This is an optimization exercise on Yosys and OpenROAD, whose aim is small area, a short achievable clock period and few clock cycles per item, not a production implementation. In this exercise RTL edits were held to simulation tests only and were not proved equivalent to the original.

**flow/config.mk**
```make
export PLATFORM = sky130hd
export DESIGN_NAME = ring_locator
export DESIGN_NICKNAME = ring_locator
export VERILOG_FILES = /design/flow/design.v
export SDC_FILE = /design/flow/constraint.sdc
export NUM_CORES = 4
export LEC_CHECK = 0
export CAP_MARGIN = 20
export CORE_MARGIN = 2
export CORE_UTILIZATION = 40
export SETUP_SLACK_MARGIN = 5
export SLEW_MARGIN = 20
```
**flow/constraint.sdc**
```tcl
create_clock -name core_clock -period 10.0 [get_ports {clk}]
set_input_delay 2.0000 -clock core_clock [delete_from_list [all_inputs] [get_ports {clk}]]
set_output_delay 2.0000 -clock core_clock [all_outputs]
set_load 0.01 [all_outputs]
```
**flow/design.v**
```verilog
module ring_locator (
    input  wire         clk,
    input  wire         rst,
    input  wire         req_valid,
    output wire         req_ready,
    input  wire [31:0]  seed,
    input  wire [4:0]   n,
    input  wire [4:0]   k,
    input  wire [1:0]   m,
    input  wire [1:0]   s,
    input  wire [23:0]  displ,
    input  wire [119:0] dorder,
    input  wire [39:0]  rba,
    output wire         resp_valid,
    input  wire         resp_ready,
    output wire [19:0]  loc_mem,
    output wire [3:0]   loc_has,
    output wire [159:0] loc_mlba
);
    localparam [1:0] F_START = 2'd0,
                     F_DIV   = 2'd1,
                     F_WAIT  = 2'd2;
    localparam [2:0] B_IDLE  = 3'd0,
                     B_SHUF  = 3'd2,
                     B_FIN   = 3'd3,
                     B_ACC   = 3'd4;
    reg  [1:0] fe_ph;
    reg  [2:0] be_ph;
    reg  [3:0] cnt;
    reg        fe_miss;                  
    reg        fe_seeded;                
    reg        rv;                       
    reg  [3:0] pend;                     
    wire be_take = (be_ph == B_IDLE) && (!rv || resp_ready);
    wire fe_done = (fe_ph == F_WAIT);
    wire xfer    = fe_done && be_take && req_valid && !rst;
    assign req_ready  = fe_done && be_take;
    assign resp_valid = rv;
    function [31:0] xs;
        input [31:0] v;
        reg   [31:0] t;
        begin
            t  = v ^ (v << 13);
            t  = t ^ (t >> 17);
            xs = t ^ (t << 5);
        end
    endfunction
    reg  [4:0] kreg, dreg, wreg;
    reg  [5:0] k3;                       
    reg  [6:0] d3;                       
    wire [35:0] x = rba[39:4];
    reg  [3:0]  xd;                      
    reg  [3:0]  ra;                      
    reg  [3:0]  sd;                      
    reg  [4:0]  rb;                      
    reg  [3:0]  pd;                      
    reg  [35:0] pw_f;                    
    reg  [31:0] st_f;                    
    function [3:0] xdig;
        input [3:0] d;
        begin
            case (d)
            4'd0: xdig = rba[7:4];
            4'd1: xdig = rba[11:8];
            4'd2: xdig = rba[15:12];
            4'd3: xdig = rba[19:16];
            4'd4: xdig = rba[23:20];
            4'd5: xdig = rba[27:24];
            4'd6: xdig = rba[31:28];
            4'd7: xdig = rba[35:32];
            default: xdig = rba[39:36];
            endcase
        end
    endfunction
    reg [3:0] dtop;
    always @(*) begin
        if      (rba[39:36] != 4'd0) dtop = 4'd8;
        else if (rba[35:32] != 4'd0) dtop = 4'd7;
        else if (rba[31:28] != 4'd0) dtop = 4'd6;
        else if (rba[27:24] != 4'd0) dtop = 4'd5;
        else if (rba[23:20] != 4'd0) dtop = 4'd4;
        else if (rba[19:16] != 4'd0) dtop = 4'd3;
        else                         dtop = 4'd2;
    end
    function [5:0] r4a;                  
        input [3:0] r;
        input [1:0] b;
        reg   [5:0] t, d3a, d2a, d1a;
        begin
            t   = {r, b};
            d3a = t - k3;
            d2a = t - {kreg, 1'b0};
            d1a = t - {1'b0, kreg};
            if (t >= k3)                    r4a = {2'd3, d3a[3:0]};
            else if (t >= {kreg, 1'b0})     r4a = {2'd2, d2a[3:0]};
            else if (t >= {1'b0, kreg})     r4a = {2'd1, d1a[3:0]};
            else                            r4a = {2'd0, t[3:0]};
        end
    endfunction
    function [6:0] r4b;                  
        input [4:0] r;
        input [1:0] b;
        reg   [6:0] t, d3b, d2b, d1b;
        begin
            t   = {r, b};
            d3b = t - d3;
            d2b = t - {1'b0, dreg, 1'b0};
            d1b = t - {2'b0, dreg};
            if (t >= d3)                      r4b = {2'd3, d3b[4:0]};
            else if (t >= {1'b0, dreg, 1'b0}) r4b = {2'd2, d2b[4:0]};
            else if (t >= {2'b0, dreg})       r4b = {2'd1, d1b[4:0]};
            else                              r4b = {2'd0, t[4:0]};
        end
    endfunction
    wire [5:0] a_hi = r4a(ra, xd[3:2]);
    wire [5:0] a_lo = r4a(a_hi[3:0], xd[1:0]);
    wire [3:0] a_q  = {a_hi[5:4], a_lo[5:4]};
    wire [3:0] a_r  = a_lo[3:0];
    wire [6:0] b_hi = r4b(rb, sd[3:2]);
    wire [6:0] b_lo = r4b(b_hi[4:0], sd[1:0]);
    wire [3:0] b_q  = {b_hi[6:5], b_lo[6:5]};
    wire [4:0] b_r  = b_lo[4:0];
    wire [15:0] pde;
    genvar gp;
    generate for (gp = 0; gp < 16; gp = gp + 1) begin : g_pde
        assign pde[gp] = (pd == gp);
    end endgenerate
    wire [31:0] gdig;
    assign gdig[0] = pde[1] | pde[3] | pde[5] | pde[7] | pde[9] | pde[11] | pde[13] | pde[15];
    assign gdig[1] = pde[2] | pde[3] | pde[6] | pde[7] | pde[10] | pde[11] | pde[14] | pde[15];
    assign gdig[2] = pde[4] | pde[5] | pde[6] | pde[7] | pde[12] | pde[13] | pde[14] | pde[15];
    assign gdig[3] = pde[1] | pde[3] | pde[5] | pde[7] | pde[8] | pde[10] | pde[12] | pde[14];
    assign gdig[4] = pde[1] | pde[2] | pde[5] | pde[6] | pde[10] | pde[11] | pde[14] | pde[15];
    assign gdig[5] = pde[1] | pde[2] | pde[3] | pde[4] | pde[10] | pde[11] | pde[12] | pde[13];
    assign gdig[6] = pde[2] | pde[4] | pde[6] | pde[8] | pde[11] | pde[13] | pde[15];
    assign gdig[7] = pde[1] | pde[4] | pde[5] | pde[8] | pde[9] | pde[11] | pde[12] | pde[15];
    assign gdig[8] = pde[1] | pde[2] | pde[3] | pde[8] | pde[9] | pde[10] | pde[15];
    assign gdig[9] = pde[2] | pde[4] | pde[6] | pde[9] | pde[11] | pde[13];
    assign gdig[10] = pde[3] | pde[4] | pde[7] | pde[8] | pde[9] | pde[12] | pde[13];
    assign gdig[11] = pde[1] | pde[3] | pde[6] | pde[8] | pde[11] | pde[13] | pde[14];
    assign gdig[12] = pde[1] | pde[2] | pde[6] | pde[7] | pde[11] | pde[12];
    assign gdig[13] = pde[1] | pde[2] | pde[3] | pde[4] | pde[5] | pde[11] | pde[12] | pde[13] | pde[14] | pde[15];
    assign gdig[14] = pde[1] | pde[2] | pde[3] | pde[4] | pde[5] | pde[6] | pde[7] | pde[8] | pde[9] | pde[10];
    assign gdig[15] = pde[2] | pde[4] | pde[6] | pde[8] | pde[10] | pde[12] | pde[14];
    assign gdig[16] = pde[1] | pde[4] | pde[5] | pde[8] | pde[9] | pde[12] | pde[13];
    assign gdig[17] = pde[1] | pde[2] | pde[3] | pde[8] | pde[9] | pde[10] | pde[11];
    assign gdig[18] = pde[1] | pde[2] | pde[3] | pde[4] | pde[5] | pde[6] | pde[7];
    assign gdig[19] = pde[2] | pde[4] | pde[6] | pde[8] | pde[10] | pde[12] | pde[14];
    assign gdig[20] = pde[1] | pde[4] | pde[5] | pde[8] | pde[9] | pde[12] | pde[13];
    assign gdig[21] = pde[1] | pde[2] | pde[3] | pde[8] | pde[9] | pde[10] | pde[11];
    assign gdig[22] = pde[2] | pde[4] | pde[6] | pde[9] | pde[11] | pde[13] | pde[15];
    assign gdig[23] = pde[3] | pde[4] | pde[7] | pde[8] | pde[9] | pde[12] | pde[13];
    assign gdig[24] = pde[5] | pde[6] | pde[7] | pde[8] | pde[9] | pde[14] | pde[15];
    assign gdig[25] = pde[1] | pde[3] | pde[5] | pde[7] | pde[9] | pde[10] | pde[12] | pde[14];
    assign gdig[26] = pde[1] | pde[2] | pde[5] | pde[6] | pde[9] | pde[10] | pde[11] | pde[14] | pde[15];
    assign gdig[27] = pde[1] | pde[2] | pde[3] | pde[4] | pde[9] | pde[10] | pde[11] | pde[12] | pde[13];
    assign gdig[28] = pde[1] | pde[2] | pde[3] | pde[4] | pde[5] | pde[6] | pde[7] | pde[8];
    assign gdig[29] = pde[2] | pde[4] | pde[6] | pde[8] | pde[10] | pde[12] | pde[14];
    assign gdig[30] = pde[3] | pde[4] | pde[7] | pde[8] | pde[11] | pde[12] | pde[15];
    assign gdig[31] = pde[1] | pde[3] | pde[6] | pde[8] | pde[9] | pde[11] | pde[14];
    reg         lastv;
    reg  [35:0] x_old;
    wire [35:0] xdf   = x ^ x_old;
    wire        x_same = (xdf == 36'd0);
    wire        x_inc  = !x_same && ((xdf[35:1] & ~xdf[34:0]) == 35'd0) &&
                         ((x & xdf) == (xdf ^ {1'b0, xdf[35:1]}));
    wire        c_wrap = ({1'b0, ra} + 5'd1 == kreg);
    wire        i_wrap = (rb + 5'd1 == dreg);
    reg        cvalid;
    reg [31:0] key_seed;
    reg [4:0]  key_n;
    reg [11:0] key_p;
    reg        pmatch;
    reg [4:0]  rowu [0:23];              
    reg [4:0]  top1, top2;               
    wire ring_same = cvalid && (seed == key_seed) && (n == key_n);
    wire fast = lastv && ring_same && (k == kreg) && (n - {3'd0, s} == dreg) &&
                (k + {3'd0, m} == wreg) && (x_same || (x_inc && !(c_wrap && i_wrap)));
    reg [3:0] key_dig;
    always @(*) begin
        case (cnt)
        4'd2:    key_dig = key_p[11:8];
        4'd1:    key_dig = key_p[7:4];
        default: key_dig = key_p[3:0];
        endcase
    end
    wire dig_eq = (pd == key_dig);
    reg  ring_r;                         
    reg  dfirst;                         
    wire hit = pmatch && dig_eq && ring_r;
    reg  [31:0] st;                      
    reg  [35:0] pw;                      
    reg  [3:0]  c_b;                     
    reg  [4:0]  k_b, n_b;
    reg  [1:0]  s_b;
    reg  [23:0] displ_b;
    reg  [119:0] dorder_b;
    reg  [4:0]  pr_b [0:3];              
    reg  [4:0] qf;                       
    reg        v1a, v1b, v2a, v2b;
    reg  [4:0] m1a, m1b, m2a, m2b;       
    reg  [24:0] mh;                      
    reg  [8:0] c1a0, c1a1, c1a2, c1a3;   
    reg  [8:0] c1b0, c1b1, c1b2, c1b3;
    reg  [8:0] m12a, m12b;               
    reg  [6:0] s2a, s2b;                 
    reg  [6:0] m3a, m3b;                 
    wire [31:0] st_x5 = (st_f == 32'd0) ? xs(xs(xs(xs(xs(32'h6D2B79F5)))))
                                        : xs(xs(xs(xs(xs(st_f)))));
    wire [31:0] st_b = xs(st);           
    wire [8:0] ra0, ra1, ra2, ra3, rb0, rb1, rb2, rb3;
    rl_resid4 u_res_a (.v(st),   .me(mh),              .r0(ra0), .r1(ra1), .r2(ra2), .r3(ra3));
    rl_resid4 u_res_b (.v(st_b), .me({1'b0, mh[24:1]}), .r0(rb0), .r1(rb1), .r2(rb2), .r3(rb3));
    function [6:0] red4m;
        input [8:0] sa;
        input [8:0] sb;
        input [4:0] mm;
        input [8:0] m12;
        reg   [8:0] ss;
        reg   [9:0] d16, d12, d8, d4;
        begin
            ss  = sa + sb;
            d16 = {1'b0, ss} - {1'b0, mm, 4'd0};
            d12 = {1'b0, ss} - {1'b0, m12};
            d8  = {1'b0, ss} - {2'b0, mm, 3'd0};
            d4  = {1'b0, ss} - {3'b0, mm, 2'd0};
            red4m = !d16[9] ? d16[6:0] : !d12[9] ? d12[6:0] :
                    !d8[9]  ? d8[6:0]  : !d4[9]  ? d4[6:0]  : ss[6:0];
        end
    endfunction
    wire [8:0] sa_a, sa_b, sb_a, sb_b;
    rl_resid2 u_two_a (.r0(c1a0), .r1(c1a1), .r2(c1a2), .r3(c1a3), .a(sa_a), .b(sa_b));
    rl_resid2 u_two_b (.r0(c1b0), .r1(c1b1), .r2(c1b2), .r3(c1b3), .a(sb_a), .b(sb_b));
    function [4:0] swdist;
        input [6:0] s2;
        input [4:0] mm;
        input [6:0] m3;
        reg   [7:0] u0, u1, u2, u3;
        begin
            u0 = {3'b0, mm}       + {1'b1, ~s2};
            u1 = {2'b0, mm, 1'b0} + {1'b1, ~s2};
            u2 = {1'b0, m3}       + {1'b1, ~s2};
            u3 = {1'b0, mm, 2'b0} + {1'b1, ~s2};
            swdist = !u0[7] ? u0[4:0] : !u1[7] ? u1[4:0] : !u2[7] ? u2[4:0] : u3[4:0];
        end
    endfunction
    wire [4:0] sw_a = swdist(s2a, m2a, m3a);
    wire [4:0] sw_b = swdist(s2b, m2b, m3b);
    wire [4:0] kp1 = kreg + 5'd1;
    wire [4:0] kp2 = kreg + 5'd2;
    function [4:0] posof;                
        input [4:0] ci;
        reg   [5:0] ps;
        begin
            ps    = {1'b0, rb} + {1'b0, ci};
            posof = (ps >= {1'b0, dreg}) ? ps[4:0] - dreg : ps[4:0];
        end
    endfunction
    function [4:0] physof;
        input [4:0] t;
        begin
            physof = (t == 5'd0) ? 5'd0 : 5'd24 - t;
        end
    endfunction
    reg  [4:0] pr [0:3];                 
    wire [4:0] dm1 = dreg - 5'd1;
    wire [4:0] e_last = 5'd25 - dreg;    
    function [4:0] incm;
        input [4:0] e;
        begin
            incm = (e == e_last) ? 5'd0 : (e == 5'd0) ? 5'd23 : e - 5'd1;
        end
    endfunction
    wire [4:0] nm1    = n_b - 5'd1;
    wire [4:0] rot1 [0:23];
    wire [4:0] rot2 [0:23];
    genvar gt;
    generate
        for (gt = 0; gt < 23; gt = gt + 1) begin : g_rot
            assign rot1[gt] = (sw_a == gt + 1) ? rowu[0] : rowu[gt+1];
            assign rot2[gt] = (sw_b == gt + 1) ? rot1[0] : rot1[gt+1];
        end
    endgenerate
    assign rot1[23] = rowu[sw_a];
    assign rot2[23] = rot1[sw_b];
    wire [4:0] mem_c [0:3];              
    wire [3:0] dsp_c;                    
    genvar gc;
    generate
        for (gc = 0; gc < 4; gc = gc + 1) begin : g_home
            assign mem_c[gc] = nm1 - rowu[pr_b[gc]];
            assign dsp_c[gc] = displ_b[mem_c[gc]];
        end
    endgenerate
    wire t1_in = (s_b != 2'd0);
    wire t2_in = (s_b == 2'd2);
    wire t1_ok = t1_in && !displ_b[top1];
    wire t2_ok = t2_in && !displ_b[top2];
    reg  [4:0] b0;                       
    reg        nb1, nb2;                 
    wire [1:0] rh = pend[0] ? 2'd0 : pend[1] ? 2'd1 : pend[2] ? 2'd2 : 2'd3;
    reg  [4:0] o_mem [0:3];
    reg  [3:0] o_has;
    reg  [3:0] o_cy;                     
    reg  [3:0] o_blk;
    reg        r2v;
    reg  [1:0] r2h;
    reg  [23:0] lt;
    wire [4:0] rk_home = o_mem[rh];
    wire [4:0] hd_n = dorder_b[rk_home*5 +: 5];
    reg  [23:0] lt_n;
    integer li;
    always @(*) begin
        for (li = 0; li < 24; li = li + 1)
            lt_n[li] = displ_b[li] && (li < n_b) &&
                       !(t1_in && top1 == li[4:0]) && !(t2_in && top2 == li[4:0]) &&
                       (dorder_b[li*5 +: 5] < hd_n);
    end
    function [1:0] atl;                  
        input [2:0] v;
        begin
            atl = {(v[0] & v[1]) | (v[0] & v[2]) | (v[1] & v[2]), |v};
        end
    endfunction
    reg [7:0] g_any, g_two;
    reg [1:0] g_t;
    integer gi;
    always @(*) begin
        for (gi = 0; gi < 8; gi = gi + 1) begin
            g_t = atl(lt[gi*3 +: 3]);
            g_any[gi] = g_t[0];
            g_two[gi] = g_t[1];
        end
    end
    wire lt_any = |g_any;
    wire lt_two = (|g_two) || ((g_any & (g_any - 8'd1)) != 8'd0);
    wire [3:0] pend_clr = (pend == 4'd0) ? 4'd0 : (4'd1 << rh);
    wire [5:0] lo_sum [0:3];
    assign lo_sum[0] = {1'b0, pw[4:0]} + {2'b0, c_b};
    assign lo_sum[1] = {1'b0, pw[4:0]} + {1'b0, k_b};
    assign lo_sum[2] = {1'b0, pw[4:0]} + {1'b0, k_b} + 6'd1;
    assign lo_sum[3] = {1'b0, pw[4:0]} + {1'b0, k_b} + 6'd2;
    genvar g;
    generate
        for (g = 0; g < 4; g = g + 1) begin : g_out
            assign loc_mem[g*5 +: 5]    = o_mem[g];
            assign loc_mlba[g*40 +: 40] = {pw[35:5] + {30'd0, o_cy[g]}, lo_sum[g][4:0], o_blk};
        end
    endgenerate
    assign loc_has = o_has;
    integer ti;
    always @(posedge clk) begin
        c1a0   <= ra0;                   
        c1a1   <= ra1;
        c1a2   <= ra2;
        c1a3   <= ra3;
        c1b0   <= rb0;
        c1b1   <= rb1;
        c1b2   <= rb2;
        c1b3   <= rb3;
        m1a    <= qf + 5'd1;
        m1b    <= qf;
        m12a   <= {qf + 5'd1, 3'd0} + {1'b0, qf + 5'd1, 2'd0};
        m12b   <= {qf, 3'd0} + {1'b0, qf, 2'd0};
        s2a    <= red4m(sa_a, sa_b, m1a, m12a);      
        s2b    <= red4m(sb_a, sb_b, m1b, m12b);
        m2a    <= m1a;
        m2b    <= m1b;
        m3a    <= {2'b0, m1a} + {1'b0, m1a, 1'b0};
        m3b    <= {2'b0, m1b} + {1'b0, m1b, 1'b0};
        r2h    <= rh;                    
        lt     <= lt_n;
        b0     <= t2_ok ? top2 : top1;
        nb1    <= t1_ok || t2_ok;
        nb2    <= t1_ok && t2_ok;
    end
    always @(posedge clk) begin
        begin
            if (rv && resp_ready)
                rv <= 1'b0;
            case (fe_ph)
            F_START: begin
                if (req_valid) begin
                    kreg   <= k;
                    dreg   <= n - {3'd0, s};
                    wreg   <= k + {3'd0, m};
                    k3     <= {1'b0, k} + {k, 1'b0};
                    d3     <= {2'b0, n - {3'd0, s}} + {1'b0, n - {3'd0, s}, 1'b0};
                    xd     <= xdig(dtop);
                    cnt    <= dtop + 4'd2;
                    sd     <= 4'd0;
                    pd     <= 4'd0;
                    ring_r <= ring_same;
                    dfirst <= 1'b1;
                    if (fast) begin
                        if (x_inc) begin
                            ra <= c_wrap ? 4'd0 : ra + 4'd1;
                            if (c_wrap) begin
                                rb    <= rb + 5'd1;
                                pr[0] <= 5'd23 - rb;     
                                pr[1] <= incm(pr[1]);
                                pr[2] <= incm(pr[2]);
                                pr[3] <= incm(pr[3]);
                            end else
                                pr[0] <= incm(pr[0]);
                        end
                        fe_miss   <= 1'b0;
                        fe_seeded <= 1'b0;
                        fe_ph     <= F_WAIT;
                    end else begin
                        ra    <= 4'd0;
                        rb    <= 5'd0;
                        fe_ph <= F_DIV;
                    end
                end
            end
            F_DIV: begin
                xd <= xdig(cnt - 4'd3);
                if (cnt >= 4'd2) begin
                    ra <= a_r;
                    sd <= a_q;
                end
                if (cnt >= 4'd1) begin
                    rb <= b_r;
                    pd <= b_q;
                end
                dfirst <= 1'b0;
                pw_f <= (dfirst ? 36'd0 : {pw_f[31:0], 4'd0})
                                           + (pd[0] ? {31'd0, wreg} : 36'd0)
                                           + (pd[1] ? {30'd0, wreg, 1'b0} : 36'd0)
                                           + (pd[2] ? {29'd0, wreg, 2'b0} : 36'd0)
                                           + (pd[3] ? {28'd0, wreg, 3'b0} : 36'd0);
                if (cnt == 4'd0)
                    st_f <= seed ^ ({st_f[27:0], 4'd0} + gdig);
                else if (cnt == 4'd2)
                    st_f <= gdig;
                else if (cnt == 4'd1)
                    st_f <= {st_f[27:0], 4'd0} + gdig;
                if (cnt == 4'd2)
                    pmatch <= dig_eq;
                else
                    pmatch <= pmatch && dig_eq;
                case (cnt)
                4'd2: key_p[11:8] <= pd;
                4'd1: key_p[7:4]  <= pd;
                4'd0: key_p[3:0]  <= pd;
                default: ;
                endcase
                cnt <= cnt - 4'd1;
                if (cnt == 4'd0) begin
                    pr[0] <= physof(posof({1'b0, ra}));
                    pr[1] <= physof(posof(kreg));
                    pr[2] <= physof(posof(kp1));
                    pr[3] <= physof(posof(kp2));
                    fe_miss   <= !hit;
                    fe_seeded <= 1'b0;
                    if (!hit) begin
                        key_seed <= seed;
                        key_n    <= n;
                        cvalid   <= 1'b1;
                    end
                    fe_ph <= F_WAIT;
                end
            end
            F_WAIT: begin
                if (xfer) begin
                    x_old <= x;
                    lastv <= 1'b1;
                    fe_ph <= F_START;
                end else if (!fe_seeded) begin
                    st_f      <= st_x5;
                    fe_seeded <= 1'b1;
                end
            end
            default: fe_ph <= F_START;
            endcase
            if (xfer) begin
                st       <= (fe_miss && !fe_seeded) ? st_x5 : st_f;
                pw       <= pw_f;
                c_b      <= ra;
                k_b      <= kreg;
                n_b      <= n;
                s_b      <= s;
                displ_b  <= displ;
                dorder_b <= dorder;
                o_blk    <= rba[3:0];
                for (ti = 0; ti < 4; ti = ti + 1)
                    pr_b[ti] <= pr[ti];
                if (fe_miss)
                    for (ti = 0; ti < 24; ti = ti + 1)
                        rowu[ti] <= ti[4:0];
                mh       <= 25'd1 << n;
                qf       <= n - 5'd1;
                be_ph    <= fe_miss ? B_SHUF : B_FIN;
            end
            case (be_ph)
            B_SHUF: begin
                v1a <= (qf != 5'd0);
                v1b <= (qf >= 5'd2);
                if (qf != 5'd0) begin
                    st  <= xs(st_b);
                    mh  <= {2'b0, mh[24:2]};
                    qf  <= (qf >= 5'd2) ? qf - 5'd2 : 5'd0;
                end
                v2a <= v1a;
                v2b <= v1b;
                if (v2a) begin
                    for (ti = 0; ti < 24; ti = ti + 1)
                        rowu[ti] <= v2b ? rot2[ti] : rot1[ti];
                    if (m2a == n_b - 5'd2) begin
                        top1 <= nm1 - rowu[22];
                        top2 <= nm1 - rowu[23];
                    end
                    if (m2a <= 5'd3) begin
                        v1a   <= 1'b0;
                        v1b   <= 1'b0;
                        v2a   <= 1'b0;
                        v2b   <= 1'b0;
                        be_ph <= B_FIN;
                    end
                end
            end
            B_FIN: begin
                for (ti = 0; ti < 4; ti = ti + 1) begin
                    o_mem[ti] <= mem_c[ti];
                    o_has[ti] <= !dsp_c[ti];
                    o_cy[ti]  <= lo_sum[ti][5];
                end
                if (dsp_c == 4'd0) begin
                    rv    <= 1'b1;
                    be_ph <= B_IDLE;
                end else
                    be_ph <= B_ACC;
            end
            B_ACC: begin
                if (pend == 4'd0) begin
                    rv    <= 1'b1;
                    be_ph <= B_IDLE;
                end
            end
            default: ;
            endcase
            if (r2v) begin
                if (!lt_any && nb1) begin
                    o_mem[r2h] <= b0;
                    o_has[r2h] <= 1'b1;
                end else if (lt_any && !lt_two && nb2) begin
                    o_mem[r2h] <= top1;
                    o_has[r2h] <= 1'b1;
                end
            end
            r2v <= (pend != 4'd0);
            if (be_ph == B_FIN)
                pend <= dsp_c;
            else
                pend <= pend & ~pend_clr;
        end
        if (rst) begin
            fe_ph   <= F_START;
            be_ph   <= B_IDLE;
            rv      <= 1'b0;
            cvalid  <= 1'b0;
            lastv   <= 1'b0;
            v1a     <= 1'b0;
            v1b     <= 1'b0;
            v2a     <= 1'b0;
            v2b     <= 1'b0;
            pend    <= 4'd0;
            r2v     <= 1'b0;
        end
    end
endmodule
module rl_resid4 (
    input  wire [31:0] v,
    input  wire [24:0] me,
    output wire [8:0]  r0, r1, r2, r3
);
    wire t1 = v[0];
    wire t2 = v[2] & (me[3]);
    wire t3 = v[3] & (me[5] | me[7]);
    wire t4 = v[4] & (me[3] | me[5] | me[9] | me[11] | me[13] | me[15]);
    wire t5 = v[5] & (me[9] | me[17] | me[19] | me[21] | me[23]);
    wire t6 = v[6] & (me[3] | me[7] | me[9] | me[11] | me[17] | me[19] | me[21]);
    wire t7 = v[7] & (me[5] | me[11] | me[13] | me[17] | me[23]);
    wire t8 = v[8] & (me[3] | me[5] | me[11] | me[13] | me[15] | me[17] | me[19] | me[23]);
    wire t9 = v[9] & (me[7] | me[13]);
    wire t10 = v[10] & (me[3] | me[9] | me[11] | me[19]);
    wire t11 = v[11] & (me[5] | me[9] | me[13] | me[19] | me[21] | me[23]);
    wire t12 = v[12] & (me[3] | me[5] | me[7] | me[9] | me[13] | me[15] | me[19] | me[21]);
    wire t13 = v[13] & (me[17] | me[19]);
    wire t14 = v[14] & (me[3] | me[11] | me[17]);
    wire t15 = v[15] & (me[5] | me[7] | me[17]);
    wire t16 = v[16] & (me[3] | me[5] | me[9] | me[11] | me[13] | me[15] | me[17] | me[19] | me[23]);
    wire t17 = v[17] & (me[9] | me[11] | me[21]);
    wire t18 = v[18] & (me[3] | me[7] | me[9] | me[11] | me[19] | me[21] | me[23]);
    wire t19 = v[19] & (me[5] | me[13] | me[23]);
    wire t20 = v[20] & (me[3] | me[5] | me[11] | me[13] | me[15]);
    wire t21 = v[21] & (me[7] | me[13] | me[17]);
    wire t22 = v[22] & (me[3] | me[9] | me[17] | me[23]);
    wire t23 = v[23] & (me[5] | me[9] | me[13] | me[17] | me[19] | me[21]);
    wire t24 = v[24] & (me[3] | me[5] | me[7] | me[9] | me[11] | me[13] | me[15] | me[17] | me[19] | me[21]);
    wire t25 = v[26] & (me[3] | me[11] | me[19]);
    wire t26 = v[27] & (me[5] | me[7] | me[11] | me[23]);
    wire t27 = v[28] & (me[3] | me[5] | me[9] | me[11] | me[13] | me[15] | me[19]);
    wire t28 = v[29] & (me[9] | me[17] | me[19] | me[21] | me[23]);
    wire t29 = v[30] & (me[3] | me[7] | me[9] | me[11] | me[17] | me[19] | me[21] | me[23]);
    wire t30 = v[31] & (me[5] | me[13] | me[17] | me[19]);
    wire t31 = v[1] & (me[3] | me[4] | me[5] | me[6] | me[7] | me[8] | me[9] | me[10] | me[11] | me[12] | me[13] | me[14] | me[15] | me[16] | me[17] | me[18] | me[19] | me[20] | me[21] | me[22] | me[23] | me[24]);
    wire t32 = v[3] & (me[3] | me[5] | me[6]);
    wire t33 = v[4] & (me[7] | me[9] | me[10] | me[13] | me[14]);
    wire t34 = v[5] & (me[3] | me[5] | me[6] | me[10] | me[11] | me[13] | me[15] | me[17] | me[18] | me[21] | me[22]);
    wire t35 = v[6] & (me[18] | me[19] | me[23]);
    wire t36 = v[7] & (me[3] | me[5] | me[6] | me[7] | me[9] | me[11] | me[13] | me[14] | me[18] | me[19] | me[21] | me[22]);
    wire t37 = v[8] & (me[10] | me[11] | me[22] | me[23]);
    wire t38 = v[9] & (me[3] | me[5] | me[6] | me[10] | me[11] | me[15] | me[17] | me[19] | me[22] | me[23]);
    wire t39 = v[10] & (me[7] | me[9] | me[13] | me[14]);
    wire t40 = v[11] & (me[3] | me[5] | me[6] | me[11] | me[13] | me[18] | me[19] | me[21] | me[22]);
    wire t41 = v[12] & (me[10] | me[18] | me[19] | me[23]);
    wire t42 = v[13] & (me[3] | me[5] | me[6] | me[7] | me[9] | me[10] | me[13] | me[14] | me[15] | me[17] | me[18] | me[19] | me[21]);
    wire t43 = v[14] & (me[19]);
    wire t44 = v[15] & (me[3] | me[5] | me[6] | me[11] | me[22]);
    wire t45 = v[16] & (me[7] | me[9] | me[10] | me[13] | me[14]);
    wire t46 = v[17] & (me[3] | me[5] | me[6] | me[10] | me[11] | me[13] | me[15] | me[17] | me[18] | me[19] | me[21] | me[22] | me[23]);
    wire t47 = v[18] & (me[11] | me[18] | me[22]);
    wire t48 = v[19] & (me[3] | me[5] | me[6] | me[7] | me[9] | me[11] | me[13] | me[14] | me[18] | me[19] | me[21] | me[22] | me[23]);
    wire t49 = v[20] & (me[10] | me[23]);
    wire t50 = v[21] & (me[3] | me[5] | me[6] | me[10] | me[11] | me[15] | me[17] | me[22]);
    wire t51 = v[22] & (me[7] | me[9] | me[13] | me[14]);
    wire t52 = v[23] & (me[3] | me[5] | me[6] | me[13] | me[18] | me[21] | me[23]);
    wire t53 = v[24] & (me[10] | me[18] | me[19]);
    wire t54 = v[25] & (me[3] | me[5] | me[6] | me[7] | me[9] | me[10] | me[11] | me[13] | me[14] | me[15] | me[17] | me[18] | me[19] | me[21] | me[22]);
    wire t55 = v[27] & (me[3] | me[5] | me[6] | me[11] | me[19] | me[22]);
    wire t56 = v[28] & (me[7] | me[9] | me[10] | me[11] | me[13] | me[14] | me[22] | me[23]);
    wire t57 = v[29] & (me[3] | me[5] | me[6] | me[10] | me[11] | me[13] | me[15] | me[17] | me[18] | me[19] | me[21] | me[22]);
    wire t58 = v[30] & (me[18] | me[19] | me[23]);
    wire t59 = v[31] & (me[3] | me[5] | me[6] | me[7] | me[9] | me[11] | me[13] | me[14] | me[18] | me[19] | me[21] | me[22] | me[23]);
    wire t60 = v[2] & (me[5] | me[6] | me[7] | me[8] | me[9] | me[10] | me[11] | me[12] | me[13] | me[14] | me[15] | me[16] | me[17] | me[18] | me[19] | me[20] | me[21] | me[22] | me[23] | me[24]);
    wire t61 = v[4] & (me[6] | me[9] | me[10] | me[11] | me[12]);
    wire t62 = v[5] & (me[7] | me[9] | me[13] | me[14] | me[17] | me[18] | me[19] | me[20]);
    wire t63 = v[6] & (me[5] | me[6] | me[10] | me[12] | me[13] | me[15] | me[17] | me[19] | me[20] | me[22]);
    wire t64 = v[7] & (me[11] | me[19] | me[23]);
    wire t65 = v[8] & (me[6] | me[7] | me[9] | me[10] | me[12] | me[14] | me[18] | me[21] | me[22]);
    wire t66 = v[9] & (me[11] | me[13] | me[20] | me[22] | me[23]);
    wire t67 = v[10] & (me[5] | me[6] | me[9] | me[10] | me[12] | me[15] | me[17] | me[20] | me[22] | me[23]);
    wire t68 = v[11] & (me[7] | me[9] | me[13] | me[14] | me[18] | me[19]);
    wire t69 = v[12] & (me[6] | me[10] | me[11] | me[12] | me[22]);
    wire t70 = v[13] & (me[17] | me[20] | me[23]);
    wire t71 = v[14] & (me[5] | me[6] | me[7] | me[9] | me[10] | me[11] | me[12] | me[13] | me[14] | me[15] | me[17] | me[18] | me[19] | me[20] | me[21]);
    wire t72 = v[15] & (me[19]);
    wire t73 = v[16] & (me[6] | me[9] | me[10] | me[12] | me[19] | me[22]);
    wire t74 = v[17] & (me[7] | me[9] | me[11] | me[13] | me[14] | me[18] | me[20]);
    wire t75 = v[18] & (me[5] | me[6] | me[10] | me[12] | me[13] | me[15] | me[17] | me[20] | me[22] | me[23]);
    wire t76 = v[19] & (me[11] | me[22]);
    wire t77 = v[20] & (me[6] | me[7] | me[9] | me[10] | me[12] | me[14] | me[18] | me[19] | me[21] | me[22] | me[23]);
    wire t78 = v[21] & (me[13] | me[17] | me[20] | me[23]);
    wire t79 = v[22] & (me[5] | me[6] | me[9] | me[10] | me[11] | me[12] | me[15] | me[17] | me[20] | me[22]);
    wire t80 = v[23] & (me[7] | me[9] | me[13] | me[14] | me[18] | me[19]);
    wire t81 = v[24] & (me[6] | me[10] | me[11] | me[12] | me[19] | me[23]);
    wire t82 = v[25] & (me[19] | me[20]);
    wire t83 = v[26] & (me[5] | me[6] | me[7] | me[9] | me[10] | me[12] | me[13] | me[14] | me[15] | me[17] | me[18] | me[20] | me[21] | me[22]);
    wire t84 = v[27] & (me[11]);
    wire t85 = v[28] & (me[6] | me[9] | me[10] | me[12] | me[22]);
    wire t86 = v[29] & (me[7] | me[9] | me[11] | me[13] | me[14] | me[17] | me[18] | me[19] | me[20] | me[22] | me[23]);
    wire t87 = v[30] & (me[5] | me[6] | me[10] | me[12] | me[13] | me[15] | me[17] | me[20] | me[22]);
    wire t88 = v[31] & (me[23]);
    wire t89 = v[3] & (me[9] | me[10] | me[11] | me[12] | me[13] | me[14] | me[15] | me[16] | me[17] | me[18] | me[19] | me[20] | me[21] | me[22] | me[23] | me[24]);
    wire t90 = v[5] & (me[11] | me[12] | me[17] | me[18] | me[19] | me[20] | me[21] | me[22] | me[23] | me[24]);
    wire t91 = v[6] & (me[11] | me[13] | me[14] | me[17] | me[18]);
    wire t92 = v[7] & (me[10] | me[12] | me[13] | me[15] | me[17] | me[19] | me[20] | me[23] | me[24]);
    wire t93 = v[8] & (me[13] | me[19] | me[22]);
    wire t94 = v[9] & (me[9] | me[12] | me[14] | me[18] | me[20] | me[21] | me[24]);
    wire t95 = v[10] & (me[13] | me[22] | me[23]);
    wire t96 = v[11] & (me[10] | me[12] | me[15] | me[17] | me[18] | me[19] | me[20] | me[21] | me[24]);
    wire t97 = v[12] & (me[14] | me[18] | me[19]);
    wire t98 = v[13] & (me[11] | me[12] | me[17] | me[20] | me[22] | me[24]);
    wire t99 = v[14] & (me[17] | me[23]);
    wire t100 = v[15] & (me[9] | me[10] | me[11] | me[12] | me[13] | me[14] | me[15] | me[17] | me[18] | me[19] | me[20] | me[21] | me[22] | me[24]);
    wire t101 = v[16] & (me[11] | me[23]);
    wire t102 = v[17] & (me[12] | me[18] | me[19] | me[20] | me[21] | me[24]);
    wire t103 = v[18] & (me[13] | me[14] | me[18] | me[22] | me[23]);
    wire t104 = v[19] & (me[10] | me[12] | me[13] | me[15] | me[17] | me[20] | me[24]);
    wire t105 = v[20] & (me[13] | me[22]);
    wire t106 = v[21] & (me[9] | me[12] | me[14] | me[17] | me[18] | me[19] | me[20] | me[21] | me[23] | me[24]);
    wire t107 = v[22] & (me[13] | me[17]);
    wire t108 = v[23] & (me[10] | me[11] | me[12] | me[15] | me[17] | me[18] | me[19] | me[20] | me[21] | me[22] | me[24]);
    wire t109 = v[24] & (me[14] | me[18]);
    wire t110 = v[25] & (me[11] | me[12] | me[19] | me[20] | me[22] | me[23] | me[24]);
    wire t111 = v[26] & (me[11] | me[19]);
    wire t112 = v[27] & (me[9] | me[10] | me[12] | me[13] | me[14] | me[15] | me[17] | me[18] | me[20] | me[21] | me[23] | me[24]);
    wire t113 = v[28] & (me[22]);
    wire t114 = v[29] & (me[12] | me[17] | me[18] | me[19] | me[20] | me[21] | me[23] | me[24]);
    wire t115 = v[30] & (me[13] | me[14] | me[17] | me[18] | me[19] | me[22]);
    wire t116 = v[31] & (me[10] | me[12] | me[13] | me[15] | me[17] | me[20] | me[24]);
    wire t117 = v[4] & (me[17] | me[18] | me[19] | me[20] | me[21] | me[22] | me[23] | me[24]);
    wire t118 = v[6] & (me[22] | me[23] | me[24]);
    wire t119 = v[7] & (me[22]);
    wire t120 = v[8] & (me[20] | me[24]);
    wire t121 = v[9] & (me[19]);
    wire t122 = v[10] & (me[18] | me[19] | me[21] | me[24]);
    wire t123 = v[12] & (me[17] | me[20] | me[24]);
    wire t124 = v[14] & (me[22] | me[24]);
    wire t125 = v[15] & (me[23]);
    wire t126 = v[16] & (me[18] | me[20] | me[21] | me[22] | me[24]);
    wire t127 = v[17] & (me[22] | me[23]);
    wire t128 = v[18] & (me[24]);
    wire t129 = v[20] & (me[17] | me[20] | me[24]);
    wire t130 = v[22] & (me[18] | me[19] | me[21] | me[24]);
    wire t131 = v[24] & (me[20] | me[22] | me[24]);
    wire t132 = v[26] & (me[22] | me[23] | me[24]);
    wire t133 = v[27] & (me[19] | me[22]);
    wire t134 = v[28] & (me[17] | me[18] | me[19] | me[20] | me[21] | me[23] | me[24]);
    wire t135 = v[30] & (me[24]);
    wire t136 = t1 ^ t2 ^ t3;
    wire t137 = (t1 & t2) | (t1 & t3) | (t2 & t3);
    wire t138 = t4 ^ t5 ^ t6;
    wire t139 = (t4 & t5) | (t4 & t6) | (t5 & t6);
    wire t140 = t7 ^ t8 ^ t9;
    wire t141 = (t7 & t8) | (t7 & t9) | (t8 & t9);
    wire t142 = t10 ^ t11 ^ t12;
    wire t143 = (t10 & t11) | (t10 & t12) | (t11 & t12);
    wire t144 = t13 ^ t14 ^ t15;
    wire t145 = (t13 & t14) | (t13 & t15) | (t14 & t15);
    wire t146 = t16 ^ t17 ^ t18;
    wire t147 = (t16 & t17) | (t16 & t18) | (t17 & t18);
    wire t148 = t19 ^ t20 ^ t21;
    wire t149 = (t19 & t20) | (t19 & t21) | (t20 & t21);
    wire t150 = t22 ^ t23 ^ t24;
    wire t151 = (t22 & t23) | (t22 & t24) | (t23 & t24);
    wire t152 = t25 ^ t26 ^ t27;
    wire t153 = (t25 & t26) | (t25 & t27) | (t26 & t27);
    wire t154 = t28 ^ t29 ^ t30;
    wire t155 = (t28 & t29) | (t28 & t30) | (t29 & t30);
    wire t156 = t31 ^ t32 ^ t33;
    wire t157 = (t31 & t32) | (t31 & t33) | (t32 & t33);
    wire t158 = t34 ^ t35 ^ t36;
    wire t159 = (t34 & t35) | (t34 & t36) | (t35 & t36);
    wire t160 = t37 ^ t38 ^ t39;
    wire t161 = (t37 & t38) | (t37 & t39) | (t38 & t39);
    wire t162 = t40 ^ t41 ^ t42;
    wire t163 = (t40 & t41) | (t40 & t42) | (t41 & t42);
    wire t164 = t43 ^ t44 ^ t45;
    wire t165 = (t43 & t44) | (t43 & t45) | (t44 & t45);
    wire t166 = t46 ^ t47 ^ t48;
    wire t167 = (t46 & t47) | (t46 & t48) | (t47 & t48);
    wire t168 = t49 ^ t50 ^ t51;
    wire t169 = (t49 & t50) | (t49 & t51) | (t50 & t51);
    wire t170 = t52 ^ t53 ^ t54;
    wire t171 = (t52 & t53) | (t52 & t54) | (t53 & t54);
    wire t172 = t55 ^ t56 ^ t57;
    wire t173 = (t55 & t56) | (t55 & t57) | (t56 & t57);
    wire t174 = t58 ^ t59;
    wire t175 = t58 & t59;
    wire t176 = t60 ^ t61 ^ t62;
    wire t177 = (t60 & t61) | (t60 & t62) | (t61 & t62);
    wire t178 = t63 ^ t64 ^ t65;
    wire t179 = (t63 & t64) | (t63 & t65) | (t64 & t65);
    wire t180 = t66 ^ t67 ^ t68;
    wire t181 = (t66 & t67) | (t66 & t68) | (t67 & t68);
    wire t182 = t69 ^ t70 ^ t71;
    wire t183 = (t69 & t70) | (t69 & t71) | (t70 & t71);
    wire t184 = t72 ^ t73 ^ t74;
    wire t185 = (t72 & t73) | (t72 & t74) | (t73 & t74);
    wire t186 = t75 ^ t76 ^ t77;
    wire t187 = (t75 & t76) | (t75 & t77) | (t76 & t77);
    wire t188 = t78 ^ t79 ^ t80;
    wire t189 = (t78 & t79) | (t78 & t80) | (t79 & t80);
    wire t190 = t81 ^ t82 ^ t83;
    wire t191 = (t81 & t82) | (t81 & t83) | (t82 & t83);
    wire t192 = t84 ^ t85 ^ t86;
    wire t193 = (t84 & t85) | (t84 & t86) | (t85 & t86);
    wire t194 = t87 ^ t88;
    wire t195 = t87 & t88;
    wire t196 = t89 ^ t90 ^ t91;
    wire t197 = (t89 & t90) | (t89 & t91) | (t90 & t91);
    wire t198 = t92 ^ t93 ^ t94;
    wire t199 = (t92 & t93) | (t92 & t94) | (t93 & t94);
    wire t200 = t95 ^ t96 ^ t97;
    wire t201 = (t95 & t96) | (t95 & t97) | (t96 & t97);
    wire t202 = t98 ^ t99 ^ t100;
    wire t203 = (t98 & t99) | (t98 & t100) | (t99 & t100);
    wire t204 = t101 ^ t102 ^ t103;
    wire t205 = (t101 & t102) | (t101 & t103) | (t102 & t103);
    wire t206 = t104 ^ t105 ^ t106;
    wire t207 = (t104 & t105) | (t104 & t106) | (t105 & t106);
    wire t208 = t107 ^ t108 ^ t109;
    wire t209 = (t107 & t108) | (t107 & t109) | (t108 & t109);
    wire t210 = t110 ^ t111 ^ t112;
    wire t211 = (t110 & t111) | (t110 & t112) | (t111 & t112);
    wire t212 = t113 ^ t114 ^ t115;
    wire t213 = (t113 & t114) | (t113 & t115) | (t114 & t115);
    wire t214 = t117 ^ t118 ^ t119;
    wire t215 = (t117 & t118) | (t117 & t119) | (t118 & t119);
    wire t216 = t120 ^ t121 ^ t122;
    wire t217 = (t120 & t121) | (t120 & t122) | (t121 & t122);
    wire t218 = t123 ^ t124 ^ t125;
    wire t219 = (t123 & t124) | (t123 & t125) | (t124 & t125);
    wire t220 = t126 ^ t127 ^ t128;
    wire t221 = (t126 & t127) | (t126 & t128) | (t127 & t128);
    wire t222 = t129 ^ t130 ^ t131;
    wire t223 = (t129 & t130) | (t129 & t131) | (t130 & t131);
    wire t224 = t132 ^ t133 ^ t134;
    wire t225 = (t132 & t133) | (t132 & t134) | (t133 & t134);
    wire t226 = t136 ^ t138 ^ t140;
    wire t227 = (t136 & t138) | (t136 & t140) | (t138 & t140);
    wire t228 = t142 ^ t144 ^ t146;
    wire t229 = (t142 & t144) | (t142 & t146) | (t144 & t146);
    wire t230 = t148 ^ t150 ^ t152;
    wire t231 = (t148 & t150) | (t148 & t152) | (t150 & t152);
    wire t232 = t137 ^ t139 ^ t141;
    wire t233 = (t137 & t139) | (t137 & t141) | (t139 & t141);
    wire t234 = t143 ^ t145 ^ t147;
    wire t235 = (t143 & t145) | (t143 & t147) | (t145 & t147);
    wire t236 = t149 ^ t151 ^ t153;
    wire t237 = (t149 & t151) | (t149 & t153) | (t151 & t153);
    wire t238 = t155 ^ t156 ^ t158;
    wire t239 = (t155 & t156) | (t155 & t158) | (t156 & t158);
    wire t240 = t160 ^ t162 ^ t164;
    wire t241 = (t160 & t162) | (t160 & t164) | (t162 & t164);
    wire t242 = t166 ^ t168 ^ t170;
    wire t243 = (t166 & t168) | (t166 & t170) | (t168 & t170);
    wire t244 = t172 ^ t174;
    wire t245 = t172 & t174;
    wire t246 = t157 ^ t159 ^ t161;
    wire t247 = (t157 & t159) | (t157 & t161) | (t159 & t161);
    wire t248 = t163 ^ t165 ^ t167;
    wire t249 = (t163 & t165) | (t163 & t167) | (t165 & t167);
    wire t250 = t169 ^ t171 ^ t173;
    wire t251 = (t169 & t171) | (t169 & t173) | (t171 & t173);
    wire t252 = t175 ^ t176 ^ t178;
    wire t253 = (t175 & t176) | (t175 & t178) | (t176 & t178);
    wire t254 = t180 ^ t182 ^ t184;
    wire t255 = (t180 & t182) | (t180 & t184) | (t182 & t184);
    wire t256 = t186 ^ t188 ^ t190;
    wire t257 = (t186 & t188) | (t186 & t190) | (t188 & t190);
    wire t258 = t192 ^ t194;
    wire t259 = t192 & t194;
    wire t260 = t177 ^ t179 ^ t181;
    wire t261 = (t177 & t179) | (t177 & t181) | (t179 & t181);
    wire t262 = t183 ^ t185 ^ t187;
    wire t263 = (t183 & t185) | (t183 & t187) | (t185 & t187);
    wire t264 = t189 ^ t191 ^ t193;
    wire t265 = (t189 & t191) | (t189 & t193) | (t191 & t193);
    wire t266 = t195 ^ t196 ^ t198;
    wire t267 = (t195 & t196) | (t195 & t198) | (t196 & t198);
    wire t268 = t200 ^ t202 ^ t204;
    wire t269 = (t200 & t202) | (t200 & t204) | (t202 & t204);
    wire t270 = t206 ^ t208 ^ t210;
    wire t271 = (t206 & t208) | (t206 & t210) | (t208 & t210);
    wire t272 = t212 ^ t116;
    wire t273 = t212 & t116;
    wire t274 = t197 ^ t199 ^ t201;
    wire t275 = (t197 & t199) | (t197 & t201) | (t199 & t201);
    wire t276 = t203 ^ t205 ^ t207;
    wire t277 = (t203 & t205) | (t203 & t207) | (t205 & t207);
    wire t278 = t209 ^ t211 ^ t213;
    wire t279 = (t209 & t211) | (t209 & t213) | (t211 & t213);
    wire t280 = t214 ^ t216 ^ t218;
    wire t281 = (t214 & t216) | (t214 & t218) | (t216 & t218);
    wire t282 = t220 ^ t222 ^ t224;
    wire t283 = (t220 & t222) | (t220 & t224) | (t222 & t224);
    wire t284 = t215 ^ t217 ^ t219;
    wire t285 = (t215 & t217) | (t215 & t219) | (t217 & t219);
    wire t286 = t221 ^ t223 ^ t225;
    wire t287 = (t221 & t223) | (t221 & t225) | (t223 & t225);
    wire t288 = t227 ^ t229 ^ t231;
    wire t289 = (t227 & t229) | (t227 & t231) | (t229 & t231);
    wire t290 = t232 ^ t234 ^ t236;
    wire t291 = (t232 & t234) | (t232 & t236) | (t234 & t236);
    wire t292 = t238 ^ t240 ^ t242;
    wire t293 = (t238 & t240) | (t238 & t242) | (t240 & t242);
    wire t294 = t233 ^ t235 ^ t237;
    wire t295 = (t233 & t235) | (t233 & t237) | (t235 & t237);
    wire t296 = t239 ^ t241 ^ t243;
    wire t297 = (t239 & t241) | (t239 & t243) | (t241 & t243);
    wire t298 = t245 ^ t246 ^ t248;
    wire t299 = (t245 & t246) | (t245 & t248) | (t246 & t248);
    wire t300 = t250 ^ t252 ^ t254;
    wire t301 = (t250 & t252) | (t250 & t254) | (t252 & t254);
    wire t302 = t256 ^ t258;
    wire t303 = t256 & t258;
    wire t304 = t247 ^ t249 ^ t251;
    wire t305 = (t247 & t249) | (t247 & t251) | (t249 & t251);
    wire t306 = t253 ^ t255 ^ t257;
    wire t307 = (t253 & t255) | (t253 & t257) | (t255 & t257);
    wire t308 = t259 ^ t260 ^ t262;
    wire t309 = (t259 & t260) | (t259 & t262) | (t260 & t262);
    wire t310 = t264 ^ t266 ^ t268;
    wire t311 = (t264 & t266) | (t264 & t268) | (t266 & t268);
    wire t312 = t270 ^ t272;
    wire t313 = t270 & t272;
    wire t314 = t261 ^ t263 ^ t265;
    wire t315 = (t261 & t263) | (t261 & t265) | (t263 & t265);
    wire t316 = t267 ^ t269 ^ t271;
    wire t317 = (t267 & t269) | (t267 & t271) | (t269 & t271);
    wire t318 = t273 ^ t274 ^ t276;
    wire t319 = (t273 & t274) | (t273 & t276) | (t274 & t276);
    wire t320 = t278 ^ t280 ^ t282;
    wire t321 = (t278 & t280) | (t278 & t282) | (t280 & t282);
    wire t322 = t275 ^ t277 ^ t279;
    wire t323 = (t275 & t277) | (t275 & t279) | (t277 & t279);
    wire t324 = t281 ^ t283 ^ t284;
    wire t325 = (t281 & t283) | (t281 & t284) | (t283 & t284);
    wire t326 = t289 ^ t291 ^ t293;
    wire t327 = (t289 & t291) | (t289 & t293) | (t291 & t293);
    wire t328 = t294 ^ t296 ^ t298;
    wire t329 = (t294 & t296) | (t294 & t298) | (t296 & t298);
    wire t330 = t295 ^ t297 ^ t299;
    wire t331 = (t295 & t297) | (t295 & t299) | (t297 & t299);
    wire t332 = t301 ^ t303 ^ t304;
    wire t333 = (t301 & t303) | (t301 & t304) | (t303 & t304);
    wire t334 = t306 ^ t308 ^ t310;
    wire t335 = (t306 & t308) | (t306 & t310) | (t308 & t310);
    wire t336 = t305 ^ t307 ^ t309;
    wire t337 = (t305 & t307) | (t305 & t309) | (t307 & t309);
    wire t338 = t311 ^ t313 ^ t314;
    wire t339 = (t311 & t313) | (t311 & t314) | (t313 & t314);
    wire t340 = t316 ^ t318 ^ t320;
    wire t341 = (t316 & t318) | (t316 & t320) | (t318 & t320);
    wire t342 = t315 ^ t317 ^ t319;
    wire t343 = (t315 & t317) | (t315 & t319) | (t317 & t319);
    wire t344 = t321 ^ t322 ^ t324;
    wire t345 = (t321 & t322) | (t321 & t324) | (t322 & t324);
    wire t346 = t323 ^ t325 ^ t285;
    wire t347 = (t323 & t325) | (t323 & t285) | (t325 & t285);
    wire t348 = t327 ^ t329 ^ t330;
    wire t349 = (t327 & t329) | (t327 & t330) | (t329 & t330);
    wire t350 = t331 ^ t333 ^ t335;
    wire t351 = (t331 & t333) | (t331 & t335) | (t333 & t335);
    wire t352 = t336 ^ t338 ^ t340;
    wire t353 = (t336 & t338) | (t336 & t340) | (t338 & t340);
    wire t354 = t337 ^ t339 ^ t341;
    wire t355 = (t337 & t339) | (t337 & t341) | (t339 & t341);
    wire t356 = t342 ^ t344 ^ t286;
    wire t357 = (t342 & t344) | (t342 & t286) | (t344 & t286);
    wire t358 = t343 ^ t345 ^ t346;
    wire t359 = (t343 & t345) | (t343 & t346) | (t345 & t346);
    assign r0 = {1'b0, t359, t355, t351, t349, t348, t326, t288, t226};
    assign r1 = {1'b0, t347, t357, t353, t350, t332, t328, t290, t228};
    assign r2 = {1'b0, 1'b0, t358, t354, t352, t334, t300, t292, t230};
    assign r3 = {1'b0, 1'b0, t287, t356, t135, t312, t302, t244, t154};
endmodule
module rl_resid2 (
    input  wire [8:0] r0, r1, r2, r3,
    output wire [8:0] a, b
);
    wire t360 = r0[0] ^ r1[0] ^ r2[0];
    wire t361 = (r0[0] & r1[0]) | (r0[0] & r2[0]) | (r1[0] & r2[0]);
    wire t362 = r0[1] ^ r1[1] ^ r2[1];
    wire t363 = (r0[1] & r1[1]) | (r0[1] & r2[1]) | (r1[1] & r2[1]);
    wire t364 = r0[2] ^ r1[2] ^ r2[2];
    wire t365 = (r0[2] & r1[2]) | (r0[2] & r2[2]) | (r1[2] & r2[2]);
    wire t366 = r0[3] ^ r1[3] ^ r2[3];
    wire t367 = (r0[3] & r1[3]) | (r0[3] & r2[3]) | (r1[3] & r2[3]);
    wire t368 = r0[4] ^ r1[4] ^ r2[4];
    wire t369 = (r0[4] & r1[4]) | (r0[4] & r2[4]) | (r1[4] & r2[4]);
    wire t370 = r0[5] ^ r1[5] ^ r2[5];
    wire t371 = (r0[5] & r1[5]) | (r0[5] & r2[5]) | (r1[5] & r2[5]);
    wire t372 = r0[6] ^ r1[6] ^ r2[6];
    wire t373 = (r0[6] & r1[6]) | (r0[6] & r2[6]) | (r1[6] & r2[6]);
    wire t374 = r0[7] ^ r1[7] ^ r2[7];
    wire t375 = (r0[7] & r1[7]) | (r0[7] & r2[7]) | (r1[7] & r2[7]);
    wire t376 = r0[8] ^ r1[8] ^ r2[8];
    wire t377 = (r0[8] & r1[8]) | (r0[8] & r2[8]) | (r1[8] & r2[8]);
    wire t378 = t361 ^ t362 ^ r3[1];
    wire t379 = (t361 & t362) | (t361 & r3[1]) | (t362 & r3[1]);
    wire t380 = t363 ^ t364 ^ r3[2];
    wire t381 = (t363 & t364) | (t363 & r3[2]) | (t364 & r3[2]);
    wire t382 = t365 ^ t366 ^ r3[3];
    wire t383 = (t365 & t366) | (t365 & r3[3]) | (t366 & r3[3]);
    wire t384 = t367 ^ t368 ^ r3[4];
    wire t385 = (t367 & t368) | (t367 & r3[4]) | (t368 & r3[4]);
    wire t386 = t369 ^ t370 ^ r3[5];
    wire t387 = (t369 & t370) | (t369 & r3[5]) | (t370 & r3[5]);
    wire t388 = t371 ^ t372 ^ r3[6];
    wire t389 = (t371 & t372) | (t371 & r3[6]) | (t372 & r3[6]);
    wire t390 = t373 ^ t374 ^ r3[7];
    wire t391 = (t373 & t374) | (t373 & r3[7]) | (t374 & r3[7]);
    wire t392 = t375 ^ t376 ^ r3[8];
    wire t393 = (t375 & t376) | (t375 & r3[8]) | (t376 & r3[8]);
    assign a = {t391, t389, t387, t385, t383, t381, t379, t378, t360};
    assign b = {t392, t390, t388, t386, t384, t382, t380, 1'b0, r3[0]};
endmodule
```
**flow/run.sh**
```bash
#!/bin/bash
# synth_recipe.tcl (not shown) runs the flow's synth.tcl, then flattens the netlist and writes it again
# the make line also repeats each setting of config.mk as NAME=value (left out here)
make -C /OpenROAD-flow-scripts/flow DESIGN_CONFIG=/design/flow/config.mk WORK_HOME=/design/flow/orfs CLKGATE_MAP_FILE= SYNTH_SCRIPT=/design/flow/synth_recipe.tcl finish
```
==> results.py, run 1 <==
metrics = {
    "run_status": {
        "run_status": "finished clean",
    },
    "synthesis": {
        "synth-simple-area-share_pct": 14.8,
        "synthTopCellsByCount": "nor2_1 (683), nand2_1 (680), inv_1 (612)",
        "ys_warn_count": 4,
        "synth_top_flop_cell": "edfxtp_1",
        "synth-xor-area-share_pct": 11.4,
        "synth_top_area_cell": "edfxtp_1",
        "post_synth_main_area_contributors": "edfxtp_1 (20%), dfxtp_1 (9.4%), ha_1 (8.9%)",
        "seq_area_frac_synth_pct": 28.9,
        "synth_top_family_by_area": "adder cells",
        "synth_cells": 8161,
        "async_flop_share_pct": 0,
        "synth-compound-area-share_pct": 16.1,
        "ys_seq_elements": 832,
        "yosysMostFrequentCell": "nor2_1",
        "postSynthAreaPerCell_sq_um": 9.13,
        "syn-num-nets": 9226,
        "synth_fa_ha_area_share_pct": 17.0,
        "synth_area_sq_mm": 0.0745,
        "synth_mux_area_share_pct": 6.36,
        "yosysUniqueCellTypes": 97,
        "synth_top_cell_area_share_pct": 19.5,
        "synth_edf_count": 484,
    },
    "cells_and_area": {
        "final_nets": 9682,
        "area_delta_synth_final_pct": 19.5,
        "n_fill_cell": 17513,
        "drive_gt1_share_pct": 12.9,
    },
    "worst_setup_path": {
        "reg2regPathDepth": 29,
        "cp-start-kind": "flip-flop",
        "cp.arrival_ps": 5690,
        "worstSetupPathType": "reg2reg",
        "crit_top_cell": "buf_4",
        "worstReg2RegStart": "pd[0]",
        "end_kind": "flip-flop",
        "critPathCapture": "pw_f[10]",
        "crit_start": "pd[0]",
        "ff2ff_setup_slack_ps": 4940,
        "slowest_delay_ps": 530,
        "reg2reg_to": "pw_f[10]",
        "crit_slowest_cell": "fa_1",
        "crit_path_max_fanout": 3,
        "crit_required_ps": 10630,
    },
    "timing": {
        "maxSlewHeadroom_pct": 22.1,
        "period_share_pct": 50.6,
        "layout_min_cycle_time_ps": 5060,
        "max_freq_mhz": 198,
        "rsz0062_at_grt": "true",
        "tightest_slew_ps": 1170,
        "setup_viol_count_final": 0,
        "maxSlewViolCount": 0,
        "fin_worst_skew_ps": 56.8,
        "hold_viol_final": 0,
        "finalSetupTns_ps": 0,
    },
    "route": {
        "drt-vias-per-instance": 6.10,
        "firstDrtPassIters": 7,
        "ant_nets": 0,
        "vias": 68380,
        "drcViolationCount": 0,
        "wl_mm": 323,
        "avgRoutedWirePerCell_um": 28.8,
        "drt_iter0_drc": 7963,
    },
    "clocking": {
        "clockBufferDepth": 3,
        "numClockSinks": 832,
        "cts_tree": "yes",
        "clk_latency_ps": 770,
        "cts_hold_buf": 0,
        "cts_buffers": 103,
        "htreeDepth": 3,
        "path_clk_slew_ps": 60,
        "cts-root-buf": "clkbuf_16",
    },
    "floorplan": {
        "rows": 158,
        "start_util_pct": 40.2,
        "die_x_um": 436,
        "core_sq_mm": 0.185,
        "die-area_sq_mm": 0.190,
        "die_y_um": 436,
        "ios": 420,
    },
    "global_routing": {
        "grt_remaining_overflow": 0,
        "antenna_found_initial": 24,
        "grt_pass1_wl_mm": 465,
        "grt_max_degree": 150,
        "grt_pass1_vias": 67381,
        "track_usage_pct": 32.9,
    },
    "min_path": {
        "hold_class": "reg2reg",
    },
    "placement": {
        "place.gp.congestion": 1.02,
        "io_buffers": 419,
        "dpl.hpwl_mm": 239,
    },
    "run": {
        "max-cap-violations": 0,
    },
}
## critical path: cells and delay by family, from the launching register on
family,cells,cell delay [ps]
AND/OR/NAND/NOR,3,170
adder cells (fa/ha/maj),5,1890
flip-flops,1,410
buffers and inverters,17,1890
AO/OA/AOI/OAI,4,560
## cells in the final DEF, fill, tap and decap left out, types with 134 or more instances in the layout
cell type	instances
xnor2_1	561
fa_1	292
mux2i_1	227
edfxtp_1	484
nor2_1	620
dfxtp_1	335
buf_4	338
a21o_1	134
ha_1	503
nor3_1	152
clkdlybuf4s50_1	324
nand2_1	664
o21ai_0	314
nand3_1	176
inv_1	604
a21oi_1	422
xor2_1	263
## sequential cells by signal, summed over array words and instances (netlist names), 8 cells and up
name / cells
dorder_b: 120
rowu: 120
pw: 36
pw_f: 36
x_old: 36
key_seed: 32
st: 32
st_f: 32
displ_b: 24
lt: 24
mh: 22
o_mem: 20
pr: 20
pr_b: 20
key_p: 12
c1a0: 8
c1a1: 8
c1b0: 8
c1b1: 8
## layout make-up
cell class                 count  area [sq um]  share of cell area (%)
multi-input combinational   6282         51200                    57.5
sequential                   832         21500                    24.2
timing repair buffer         785          7100                    7.98
tap                         2480          3100                    3.49
clock buffer                 132          2880                    3.23
inverter                     613          2320                    2.61
clock inverter                60           860                   0.966
antenna                       17          42.5                  0.0478
## routing by layer
layer,routed length (um),GRT usage (%),up-vias
li1,-,-,29990
met1,128000,42.5,33291
met2,141000,50.7,3957
met3,31600,7.55,1132
met4,22200,18.4,10
met5,57,0,-
## per-stage QoR
stage | std cells | utilization (%) | worst slack (ps) | hold slack [ps] | instance area, sq um
4_1_cts | 11112 | 47.1 | 4860 | 398 | 87300
5_1_grt | 11194 | 48.0 | 4720 | 401 | 89000
2_1_floorplan | 8161 | - | 3570 | 371 | 74600
3_5_place_dp | 10789 | 44.0 | 3440 | 391 | 81500
3_3_place_gp | 10789 | 44.0 | 3550 | 392 | 81500
6_report | 11201 | 48.0 | 4940 | 388 | 89000
## worst min-delay path by stage
stage | cells past startpoint | end | slack [ps] | from
4_1_cts | 0 | m2a[1] | 400 | m1a[1]
5_1_grt | 0 | m2a[1] | 400 | m1a[1]
3_5_place_dp | 0 | m2a[1] | 390 | m1a[1]
3_3_place_gp | 0 | m2a[1] | 390 | m1a[1]
2_1_floorplan | 0 | m2a[1] | 370 | m1a[1]
6_report | 0 | m2a[1] | 390 | m1a[1]
## logic make-up (layout without fill, tap and decap cells)
kind of cell | after synthesis | count (layout)
adders and majority gates | 831 | 831
AOI/OAI and AO/OA | 1813 | 1813
xor gates and xnor gates | 912 | 912
other | 0 | 17
DFF | 832 | 832
muxes | 375 | 377
buffers and inverters | 1052 | 1590
and+or+nand+nor | 2346 | 2349
## what timing repair did
action / 4_1_cts / 5_1_grt
buffers inserted: 126 / 69
resized for setup: 366 / 269
pin swaps: 31 / 58
gates cloned: 5 / 2
endpoints found under the setup margin: 394 / 195
Testbench counts, summed over its fixed seeds: cycles 31,572, items 3,072.
==> run 2: changes to the inputs <==
--- a/flow/config.mk
+++ b/flow/config.mk
@@ -7,6 +7,6 @@
 export LEC_CHECK = 0
 export CAP_MARGIN = 20
 export CORE_MARGIN = 2
-export CORE_UTILIZATION = 40
+export CORE_UTILIZATION = 50
 export SETUP_SLACK_MARGIN = 5
 export SLEW_MARGIN = 20
==> results.py, run 2 <==
metrics = {
    "cells_and_area": {
        "n_fill_cell": 12864,
        "final_cell_mix": "nand2_1 (663), nor2_1 (640), inv_1 (605)",
        "drive_gt1_share_pct": 11.8,
        "final_nets": 9633,
        "reg_top3": "dorder_b x120, rowu x120",
        "area_delta_synth_final_pct": 17.1,
    },
    "placement": {
        "place_inst": 10211,
        "dpl_worst_slack_ps": 3640,
        "place.gp.congestion": 1.04,
        "dpl.hpwl_mm": 226,
        "io_buffers": 419,
    },
    "floorplan": {
        "ios": 420,
        "start_util_pct": 50.4,
        "rows": 141,
    },
    "synthesis": {
        "synth_top_area_cell": "edfxtp_1",
        "seq_area_frac_synth_pct": 28.9,
        "synth_top_flop_cell": "edfxtp_1",
        "yosysMostFrequentCell": "nor2_1",
        "synth-simple-area-share_pct": 14.8,
        "synth_top_family_by_area": "adder cells",
        "async_flop_share_pct": 0,
        "synthTopCellsByCount": "nor2_1 (683), nand2_1 (680), inv_1 (612)",
        "synth_cells": 8161,
        "syn-num-nets": 9226,
        "post_synth_main_area_contributors": "edfxtp_1 (20%), dfxtp_1 (9.4%), ha_1 (8.9%)",
        "synth_edf_count": 484,
        "synth_mux_area_share_pct": 6.36,
        "ys_seq_elements": 832,
        "postSynthAreaPerCell_sq_um": 9.13,
    },
    "worst_setup_path": {
        "cp.arrival_ps": 2990,
        "end_kind": "output port",
        "critical_path_buf_inv_count": 2,
        "worstSetupPathType": "reg2out",
        "crit_required_ps": 8000,
    },
    "timing": {
        "finalSetupTns_ps": 0,
        "maxSlewHeadroom_pct": 22.4,
        "max_freq_mhz": 200,
        "maxSlewViolCount": 0,
        "tightest_slew_ps": 1140,
        "setup_viol_count_final": 0,
        "holdWs_ps": 395,
        "setup_ws_ps": 5010,
        "rsz0062_at_grt": "true",
        "layout_min_cycle_time_ps": 4990,
    },
    "route": {
        "wl_mm": 310,
        "vias": 68846,
        "ant_nets": 0,
        "drt_iter0_drc": 8968,
        "drcViolationCount": 0,
        "firstDrtPassIters": 8,
        "drt-vias-per-instance": 6.49,
    },
    "clocking": {
        "cts_tree": "yes",
        "cts_buffers": 98,
        "cts_hold_buf": 0,
        "htreeDepth": 3,
        "clockBufferDepth": 3,
    },
    "run_status": {
        "run_status": "finished clean",
    },
    "global_routing": {
        "grt_pass1_vias": 67341,
        "antenna_found_initial": 23,
        "grt_pass1_wl_mm": 450,
        "grt_max_degree": 143,
        "track_usage_pct": 39.7,
    },
    "run": {
        "max-cap-violations": 0,
    },
}
-- run 2: cell counts after synthesis --
No cell type changed its count.
-- run 2: worst paths after layout --
path | to | cells after the start | slack, ps | start
worst max register to register | rv | 16 | 5030 | pr_b[1][4]
worst min register to register | m2a[2] | 0 | 390 | m1a[2]
worst min-delay path | m2a[2] | 0 | 390 | m1a[2]
worst max-delay path | loc_mlba[66] | 11 | 5010 | pw[8]
-- run 2: layout make-up --
type | instances | area (sq um) | area share, %
clock inverter | 54 | 706 | 0.809
tap | 1930 | 2410 | 2.77
clock buffer | 127 | 2640 | 3.03
timing repair buffer | 740 | 6720 | 7.70
antenna | 26 | 65.1 | 0.0746
sequential | 832 | 21500 | 24.7
multi-input combinational | 6283 | 50800 | 58.3
inverter | 613 | 2320 | 2.66
-- run 2: worst register-to-register path, stage by stage, from the launching register on --
cell,delay [ps]
edfxtp_1,550
buf_4,230
nor2b_1,210
nand2_1,130
nor3_1,540
a221oi_1,190
nand3_2,190
ha_1,170
inv_1,60
fa_2,690
mux4_2,530
mux4_2,480
a21oi_2,210
nand4_1,100
buf_4,190
or2_1,240
a31oi_1,160
-- run 2: stage by stage --
| step | util [%] | instance area, sq um |
|---|---|---|
| after floorplan | - | 74600 |
| after global placement | 54.5 | 80600 |
| after detailed placement | 54.5 | 80600 |
| after CTS | 57.9 | 85600 |
| after global routing | 59.0 | 87200 |
| final | 59.0 | 87200 |
-- run 2: logic make-up (layout without fill, tap and decap cells) --
family | Yosys count | count (layout)
compound gates | 1813 | 1813
fa+ha+maj | 831 | 831
flops | 832 | 832
mux | 375 | 378
xor+xnor | 912 | 912
simple gates | 2346 | 2349
other cells | 0 | 26
buf+inv | 1052 | 1534
-- run 2: metal layers --
metal	share of wire, %	up-vias	wire length [um]	track usage, %
met5	0.011	-	34	0
li1	-	29917	-	-
met1	39	33376	121000	51.6
met4	6.3	6	19600	20.3
met3	11	1152	34100	10.3
met2	44	4395	136000	60.8
-- run 2: repair_timing --
action	4_1_cts	5_1_grt
gates resized for setup	288	255
setup endpoints to repair	237	180
gates cloned	7	2
buffers inserted	103	74
pin swaps	23	52

-- what the ideal ports hide --
Ports are ideal in the flow. The routed layouts listed here were re-timed in OpenROAD.
Step 1 (the two cells are an assumption about what drives the block):
set clk [get_ports {clk}]
set_driving_cell -lib_cell sky130_fd_sc_hd__clkbuf_16 $clk
set_driving_cell -lib_cell sky130_fd_sc_hd__buf_2 [delete_from_list [all_inputs] $clk]
Step 2, shift: input delay + t, output delay - t, t = (earliest + latest rising clock arrival at the registers) / 2. This alone moves slack from input paths to output paths.
a / b / c = no drivers / after step 1 / after step 2; a / b = the first two.
| run | t (ns) | setup slack, ns | slew at the worst register clock pin (ns) |
|---|---|---|---|
| run 1 | 0.836 | 4.943 / 4.943 / 4.356 | 0.07 / 0.07 |
| run 2 | 0.827 | 5.012 / 4.919 / 4.382 | 0.07 / 0.07 |
After both steps setup and hold are still met in every run listed. For run 2, which loses most, drivers alone change the setup slack by -0.093 ns; drivers and shift together by -0.630 ns.
